What follows belongs to an exercise in optimizing a design on an open flow for small area; a production flow would make more cautious choices. The RTL was checked by simulation tests, not by an equivalence proof against the original design. Power is estimated from default activity; no workload was simulated.

==> wip/ember: inputs <==
==> flow/design.v (excerpt) <==
module hk_filter_chain (
    input  wire        clk,
    input  wire        rst,           
    input  wire        run,           
    input  wire        sync,          
    input  wire [1:0]  cfg_order,     
    input  wire [2:0]  cfg_dec,       
    input  wire [9:0]  cfg_avg_m,     
    input  wire        cfg_lin_en,
    input  wire        mod_bit,
    input  wire        lin_we,
    input  wire [5:0]  lin_addr,
    input  wire [31:0] lin_wdata,
    output wire        word_valid,
    output wire [2:0]  word_seq,
    output wire        word_settling,
    output wire [23:0] word_code,
    output wire [31:0] word_val
);
make LEC_CHECK=0 CAP_MARGIN=20 CORE_MARGIN=2 CORE_UTILIZATION=60 CTS_BUF_LIST=sky130_fd_sc_hd__clkbuf_16 CTS_CLUSTER_DIAMETER=120 CTS_CLUSTER_SIZE=24 SLEW_MARGIN=20 finish   # period 18.0 ns
run.sh (not shown) runs the stock make flow with config.mk's settings and CLKGATE_MAP_FILE= SYNTH_SCRIPT=/design/flow/synth_recipe.tcl, a recipe that flattens the netlist after the stock synthesis.
==> wip/sierra: changes against wip/ember <==
--- a/flow/design.v
+++ b/flow/design.v
@@ -79,14 +79,11 @@
             2'd1:    sh = 6'd36 - {2'd0, dec_r, 1'b0};
             2'd2:    sh = 6'd32 - ({3'd0, dec_r} + {2'd0, dec_r, 1'b0});
             default: sh = 6'd28 - {1'd0, dec_r, 2'b0};
         endcase
     end
-    reg  [3:0]  cd;                         
-    reg  [1:0]  p_n;                        
-    wire        ld = (cd == 4'd1);
-    reg         pr1, pr2, pr3, pr4, cons;
+    wire [43:0] onehot = 44'd1 << sh;
     reg         ph;                         
     reg         par;                        
     reg  [4:0]  xh;                         
     reg  [4:0]  y_r;
     wire [5:0]  hist = {xh, mod_bit};
@@ -107,19 +104,14 @@
     wire [21:0] inj  = ph ? yfull[43:22] : yfull[21:0];
     reg  [21:0] a1, b1, a2, b2, a3, b3, a4, b4;    
     reg         c1, c2, c3, c4;
     wire [21:0] s1, s2, s3, s4;
     wire        o1n, o2n, o3n, o4n;
-    wire        dump = ld | pr1;
-    wire        dp1 = dump & (p_n == 2'd0);
-    wire        dp2 = dump & (p_n == 2'd1);
-    wire        dp3 = dump & (p_n == 2'd2);
-    wire        dp4 = dump & (p_n == 2'd3);
-    hk_rca #(22) u_i1 (.a(dp1 ? 22'd0 : a1), .b(inj), .ci(ph & c1), .s(s1), .co(o1n));
-    hk_rca #(22) u_i2 (.a(dp2 ? 22'd0 : a2), .b(a1),  .ci(ph & c2), .s(s2), .co(o2n));
-    hk_rca #(22) u_i3 (.a(dp3 ? 22'd0 : a3), .b(a2),  .ci(ph & c3), .s(s3), .co(o3n));
-    hk_rca #(22) u_i4 (.a(dp4 ? 22'd0 : a4), .b(a3),  .ci(ph & c4), .s(s4), .co(o4n));
+    hk_rca #(22) u_i1 (.a(a1), .b(inj), .ci(ph & c1), .s(s1), .co(o1n));
+    hk_rca #(22) u_i2 (.a(a2), .b(a1),  .ci(ph & c2), .s(s2), .co(o2n));
+    hk_rca #(22) u_i3 (.a(a3), .b(a2),  .ci(ph & c3), .s(s3), .co(o3n));
+    hk_rca #(22) u_i4 (.a(a4), .b(a3),  .ci(ph & c4), .s(s4), .co(o4n));
     always @(posedge clk) begin
         ph  <= ~ph & ~rst;
         xh  <= {xh[3:0], mod_bit};
         y_r <= y;
         if (dec_rst)
@@ -156,10 +148,11 @@
                     seq_cnt <= seq_cnt + 3'd1;
             end
         end
     end
     reg        p_drop, p_start, p_last, p_set, p_sat, p_lin;
+    reg [1:0]  p_n;
     reg [2:0]  p_seq;
     reg [9:0]  dm;              
     always @(posedge clk) begin
         if (dec_evt) begin
             p_drop  <= a_drop;
@@ -172,10 +165,13 @@
             p_lin   <= lin_en_r;
         end
         if (dec_evt & ~a_drop & a_last)
             dm <= avg_m_r;
     end
+    reg  [3:0] cd;
+    reg  pr1, pr2, pr3, pr4, cons;
+    wire ld = (cd == 4'd1);
     wire proc = pr1 | pr2 | pr3 | pr4;
     always @(posedge clk) begin
         if (rst) begin
             cd  <= 4'd0;
             pr1 <= 1'b0; pr2 <= 1'b0; pr3 <= 1'b0; pr4 <= 1'b0;
@@ -196,52 +192,52 @@
             2'd1:    hd_sel = a2;
             2'd2:    hd_sel = a3;
             default: hd_sel = a4;
         endcase
     end
-    reg  [32:0] X;                       
-    reg         z0;                      
-    reg  [43:0] cr2, cr3, cr4;           
-    reg         cy2, cy3, cy4;           
-    wire [10:0] d2, d3, d4;
-    wire        o2, o3, o4;
-    hk_rca #(11) u_c2 (.a(X[10:0]), .b(~cr2[10:0]), .ci(pr1 | cy2), .s(d2), .co(o2));
+    reg  [43:0] X;
+    reg  [43:0] cr1, cr2, cr3, cr4;      
+    reg         cy1, cy2, cy3, cy4;      
+    wire [10:0] d1, d2, d3, d4;
+    wire        o1, o2, o3, o4;
+    hk_rca #(11) u_c1 (.a(X[10:0]), .b(~cr1[10:0]), .ci(pr1 | cy1), .s(d1), .co(o1));
+    hk_rca #(11) u_c2 (.a(d1),      .b(~cr2[10:0]), .ci(pr1 | cy2), .s(d2), .co(o2));
     hk_rca #(11) u_c3 (.a(d2),      .b(~cr3[10:0]), .ci(pr1 | cy3), .s(d3), .co(o3));
     hk_rca #(11) u_c4 (.a(d3),      .b(~cr4[10:0]), .ci(pr1 | cy4), .s(d4), .co(o4));
-    wire [10:0] cN = (p_n == 2'd0) ? X[10:0] : (p_n == 2'd1) ? d2 : (p_n == 2'd2) ? d3 : d4;
+    wire [10:0] cN = (p_n == 2'd0) ? d1 : (p_n == 2'd1) ? d2 : (p_n == 2'd2) ? d3 : d4;
     always @(posedge clk) begin
-        X[32:22] <= pr1 ? hd_sel[21:11] : cN;
+        X[43:33] <= cN;
+        X[32:22] <= pr1 ? hd_sel[21:11] : X[43:33];
         X[21:11] <= ld ? hd_sel[21:11] : (pr1 ? hd_sel[10:0] : X[32:22]);
         X[10:0]  <= ld ? hd_sel[10:0] : X[21:11];
-        if (pr1)
-            z0 <= |cN;
-        cr2 <= {proc ? X[10:0] : cr2[10:0], cr2[43:11]};
+        cr1 <= {proc ? X[10:0] : cr1[10:0], cr1[43:11]};
+        cr2 <= {proc ? d1      : cr2[10:0], cr2[43:11]};
         cr3 <= {proc ? d2      : cr3[10:0], cr3[43:11]};
         cr4 <= {proc ? d3      : cr4[10:0], cr4[43:11]};
-        cy2 <= o2; cy3 <= o3; cy4 <= o4;
+        cy1 <= o1; cy2 <= o2; cy3 <= o3; cy4 <= o4;
     end
-    wire [23:0] q_c    = X[32:9];
-    wire        up_c   = X[8] & ((|X[7:0]) | z0 | X[9]);
-    wire        sat_z  = ~((|X) | z0) & p_sat;    
-    wire        a_add  = cons & ~p_drop;          
-    wire [23:0] addend = ~a_add ? 24'd0 : sat_z ? 24'hffffff : q_c;
-    wire        acin   = a_add & up_c & ~(&q_c);
+    wire [23:0] q_c    = X[43:20];
+    wire        up_c   = X[19] & ((|X[18:0]) | X[20]);
+    wire        sat_z  = ~(|X) & p_sat;           
+    wire [23:0] addend = sat_z ? 24'hffffff : q_c;
+    wire        acin   = up_c & ~(&q_c);
     reg  [33:0] S;
     reg         s_set;
     wire [9:0]  hm = {1'b0, avg_m_r[9:1]} + {9'd0, avg_m_r[0]};    
-    wire [33:0] base = (a_add & p_start) ? (p_last ? 34'd0 : {24'd0, hm}) : S;
+    wire [33:0] base = p_start ? (p_last ? 34'd0 : {24'd0, hm}) : S;
     wire [23:0] sn_lo;
     wire        sn_co;
     wire [9:0]  sn_hi;
     hk_rca  #(24) u_av  (.a(base[23:0]), .b(addend), .ci(acin), .s(sn_lo), .co(sn_co));
     hk_inc1 #(10) u_avh (.a(base[33:24]), .b(10'd0), .ci(sn_co), .s(sn_hi), .co());
     wire [33:0] s_new = {sn_hi, sn_lo};
     wire        set_new = (~p_start & s_set) | p_set;
     always @(posedge clk) begin
-        S <= s_new;                               
-        if (a_add)
+        if (cons & ~p_drop) begin
+            S     <= s_new;
             s_set <= set_new;
+        end
     end
     wire load_div = cons & ~p_drop & p_last;
     localparam ST_IDLE = 3'd0, ST_DIV = 3'd1, ST_WAIT = 3'd2, ST_DC = 3'd3,
                ST_BOOTH = 3'd4, ST_OUT = 3'd5, ST_PAUSE = 3'd6;
     reg  [2:0]  st;
@@ -292,17 +288,24 @@
     wire [4:0]  kk   = Q[23:19];
     wire [6:0]  dp   = {2'b0, kk} - {1'b0, r};
     wire [5:0]  pos  = dp[6] ? (dp[5:0] + 6'd33) : dp[5:0];
     wire        hit  = (st == ST_WAIT) & (pos[1:0] == 2'b00);
     reg  [3:0]  tsel;
+    wire [3:0]  tix  = (st == ST_DC) ? tsel : pos[5:2];
     reg  [31:0] tapv;
-    integer t;
     always @(*) begin
-        tapv = 32'd0;
-        for (t = 0; t < 9; t = t + 1)
-            tapv = tapv | (ring[t*128 +: 32] &
-                           {32{(st == ST_DC) ? (tsel == t) : (pos[5:2] == t)}});
+        case (tix)
+            4'd0:    tapv = ring[0*128 +: 32];
+            4'd1:    tapv = ring[1*128 +: 32];
+            4'd2:    tapv = ring[2*128 +: 32];
+            4'd3:    tapv = ring[3*128 +: 32];
+            4'd4:    tapv = ring[4*128 +: 32];
+            4'd5:    tapv = ring[5*128 +: 32];
+            4'd6:    tapv = ring[6*128 +: 32];
+            4'd7:    tapv = ring[7*128 +: 32];
+            default: tapv = ring[8*128 +: 32];
+        endcase
     end
     reg  [31:0] YL;
     reg  [32:0] Dr;
     reg  [31:0] A;
     reg  [1:0]  lb;
@@ -310,15 +313,23 @@
     reg  [2:0]  dg;
     wire [32:0] dsub;
     hk_rca #(33) u_ds (.a({tapv[31], tapv}), .b(~{YL[31], YL}), .ci(1'b1), .s(dsub), .co());
     wire [20:0] fe = {1'b0, Q[18:0], 1'b0};
     reg  [2:0]  dnext;
-    integer di;
     always @(*) begin
-        dnext = 3'd0;
-        for (di = 0; di < 10; di = di + 1)
-            dnext = dnext | (fe[2*di +: 3] & {3{cnt == di}});
+        case (cnt)
+            4'd0:    dnext = fe[2:0];
+            4'd1:    dnext = fe[4:2];
+            4'd2:    dnext = fe[6:4];
+            4'd3:    dnext = fe[8:6];
+            4'd4:    dnext = fe[10:8];
+            4'd5:    dnext = fe[12:10];
+            4'd6:    dnext = fe[14:12];
+            4'd7:    dnext = fe[16:14];
+            4'd8:    dnext = fe[18:16];
+            default: dnext = fe[20:18];
+        endcase
     end
     wire        b_one = dg[1] ^ dg[0];
     wire        b_two = (dg[2] ^ dg[1]) & ~(dg[1] ^ dg[0]);
     wire        b_neg = dg[2];
     wire [33:0] b_mag = b_one ? {Dr[32], Dr} : (b_two ? {Dr, 1'b0} : 34'd0);
==> wip/willow: changes against wip/ember <==
--- a/flow/design.v
+++ b/flow/design.v
@@ -292,17 +292,24 @@
     wire [4:0]  kk   = Q[23:19];
     wire [6:0]  dp   = {2'b0, kk} - {1'b0, r};
     wire [5:0]  pos  = dp[6] ? (dp[5:0] + 6'd33) : dp[5:0];
     wire        hit  = (st == ST_WAIT) & (pos[1:0] == 2'b00);
     reg  [3:0]  tsel;
+    wire [3:0]  tix  = (st == ST_DC) ? tsel : pos[5:2];
     reg  [31:0] tapv;
-    integer t;
     always @(*) begin
-        tapv = 32'd0;
-        for (t = 0; t < 9; t = t + 1)
-            tapv = tapv | (ring[t*128 +: 32] &
-                           {32{(st == ST_DC) ? (tsel == t) : (pos[5:2] == t)}});
+        case (tix)
+            4'd0:    tapv = ring[0*128 +: 32];
+            4'd1:    tapv = ring[1*128 +: 32];
+            4'd2:    tapv = ring[2*128 +: 32];
+            4'd3:    tapv = ring[3*128 +: 32];
+            4'd4:    tapv = ring[4*128 +: 32];
+            4'd5:    tapv = ring[5*128 +: 32];
+            4'd6:    tapv = ring[6*128 +: 32];
+            4'd7:    tapv = ring[7*128 +: 32];
+            default: tapv = ring[8*128 +: 32];
+        endcase
     end
     reg  [31:0] YL;
     reg  [32:0] Dr;
     reg  [31:0] A;
     reg  [1:0]  lb;
@@ -310,15 +317,23 @@
     reg  [2:0]  dg;
     wire [32:0] dsub;
     hk_rca #(33) u_ds (.a({tapv[31], tapv}), .b(~{YL[31], YL}), .ci(1'b1), .s(dsub), .co());
     wire [20:0] fe = {1'b0, Q[18:0], 1'b0};
     reg  [2:0]  dnext;
-    integer di;
     always @(*) begin
-        dnext = 3'd0;
-        for (di = 0; di < 10; di = di + 1)
-            dnext = dnext | (fe[2*di +: 3] & {3{cnt == di}});
+        case (cnt)
+            4'd0:    dnext = fe[2:0];
+            4'd1:    dnext = fe[4:2];
+            4'd2:    dnext = fe[6:4];
+            4'd3:    dnext = fe[8:6];
+            4'd4:    dnext = fe[10:8];
+            4'd5:    dnext = fe[12:10];
+            4'd6:    dnext = fe[14:12];
+            4'd7:    dnext = fe[16:14];
+            4'd8:    dnext = fe[18:16];
+            default: dnext = fe[20:18];
+        endcase
     end
     wire        b_one = dg[1] ^ dg[0];
     wire        b_two = (dg[2] ^ dg[1]) & ~(dg[1] ^ dg[0]);
     wire        b_neg = dg[2];
     wire [33:0] b_mag = b_one ? {Dr[32], Dr} : (b_two ? {Dr, 1'b0} : 34'd0);
--- a/flow/config.mk
+++ b/flow/config.mk
@@ -6,9 +6,9 @@
 export NUM_CORES = 4
 export LEC_CHECK = 0
 export CAP_MARGIN = 20
 export CORE_MARGIN = 2
 export CORE_UTILIZATION = 60
-export CTS_BUF_LIST = sky130_fd_sc_hd__clkbuf_16
-export CTS_CLUSTER_DIAMETER = 120
-export CTS_CLUSTER_SIZE = 24
+export CTS_BUF_LIST = sky130_fd_sc_hd__clkbuf_8
+export CTS_CLUSTER_DIAMETER = 50
+export CTS_CLUSTER_SIZE = 16
 export SLEW_MARGIN = 20
==> impl_results.md <==
* Max layer used: met4
* Core area at ~110000 sq um
* Largest net degree at the start of global routing at 68
* Sequential power at 0.00573 W
* Post-Synth Simple-Gate Area at 0.0587
* Peak VDD IR at approximately 0.18 mV
* Die Area at approximately 110000 sq um
* Hold Path Sink: cr3[8]$_DFF_P_
* DR WL met2 at 81.9 mm
* Synth Area in Compound Gates at 0.192
* Critical path fanouts, max at 8
* Total combinational power at 0.00422 W
* Status: finished clean
* Seq/Total Area, Yosys at 0.565
* Register area at between 30000 and 40000 sq um
* Via/cell ratio at 6.46
* FF+latch count at 1747
* Fraction of area in multi-input gates at 0.367
The numbers above come from wip/sierra.

==> impl_results.md <==
* Critical path fanouts, max at 12
* DR WL met2 at 83.5 mm
* Die Area at 107000 sq um
* Status: finished clean
* Synth Area in Compound Gates at 0.171
* Sequential power at around 0.0053 W
* FF+latch count at ~1700
* Hold Path Sink: a4[18]$_DFF_P_
* Peak VDD IR at ~0.12 mV
* Core area at between 100000 and 150000 sq um
* Seq/Total Area, Yosys at 0.562
* Register area at 35300 sq um
* Via/cell ratio at 6.61
* Fraction of area in multi-input gates at 0.372
* Total combinational power at approximately 0.0032 W
The numbers above come from wip/ember.

==> impl_results.md <==
* Critical path fanouts, max at 6
* Via/cell ratio at roughly 6.4
* Status: finished clean
* Largest net degree at the start of global routing at 67
* Die Area at approximately 110000 sq um
* Max layer used: met5
* Max stage delay on crit path at 0.46 ns
* Seq/Total Area, Yosys at 0.551
* Fraction of area in multi-input gates at 0.373
* Hold Path Sink: a1[5]$_DFF_P_
* Post-Synth Simple-Gate Area at 0.0718
* Core area at ~110000 sq um
* FF+latch count at 1692
* DR WL met2 at 86.3 mm
* Peak VDD IR at approximately 0.16 mV
* Synthesis Warnings at 1
* Register area at roughly 35000 sq um
* Rows at between 100 and 150
* FF+latch count, synth at 1692
* Sequential power at 0.00548 W
The numbers above come from wip/willow.

[afterwards: timing with drivers on the ports]
The results above use ideal ports. As a check the final layouts listed here were re-extracted and re-timed, cells and wires unchanged.
Step 1 (the two cells are an assumption about what drives the block):
set clk [get_ports {clk}]
set_driving_cell -lib_cell sky130_fd_sc_hd__clkbuf_16 $clk
set_driving_cell -lib_cell sky130_fd_sc_hd__buf_2 [delete_from_list [all_inputs] $clk]
Step 2 times the ports against the registers' clock, not the clock port: input delays grow and output delays shrink by t, the midpoint of the rising clock arrivals with the driver on.
Slacks: ideal ports / drivers / drivers and shift; pairs: ideal ports / drivers.
| run | t (ns) | slack for setup (ns) | hold WS [ns] | worst data-port slew with drivers (ns) |
|---|---|---|---|---|
| wip/ember | 0.776 | 0.684 / 0.684 / 0.652 | 0.324 / 0.324 / 0.324 | 0.18 |
| wip/sierra | 0.768 | 0.726 / 0.726 / 0.726 | 0.317 / 0.317 / 0.317 | 0.10 |
| wip/willow | 0.941 | 0.720 / 0.720 / 0.720 | 0.318 / 0.318 / 0.318 | 0.13 |
After both steps every run listed still meets setup and hold. For wip/ember, which loses most, drivers alone change the setup slack by 0.000 ns; drivers and shift together by -0.032 ns.
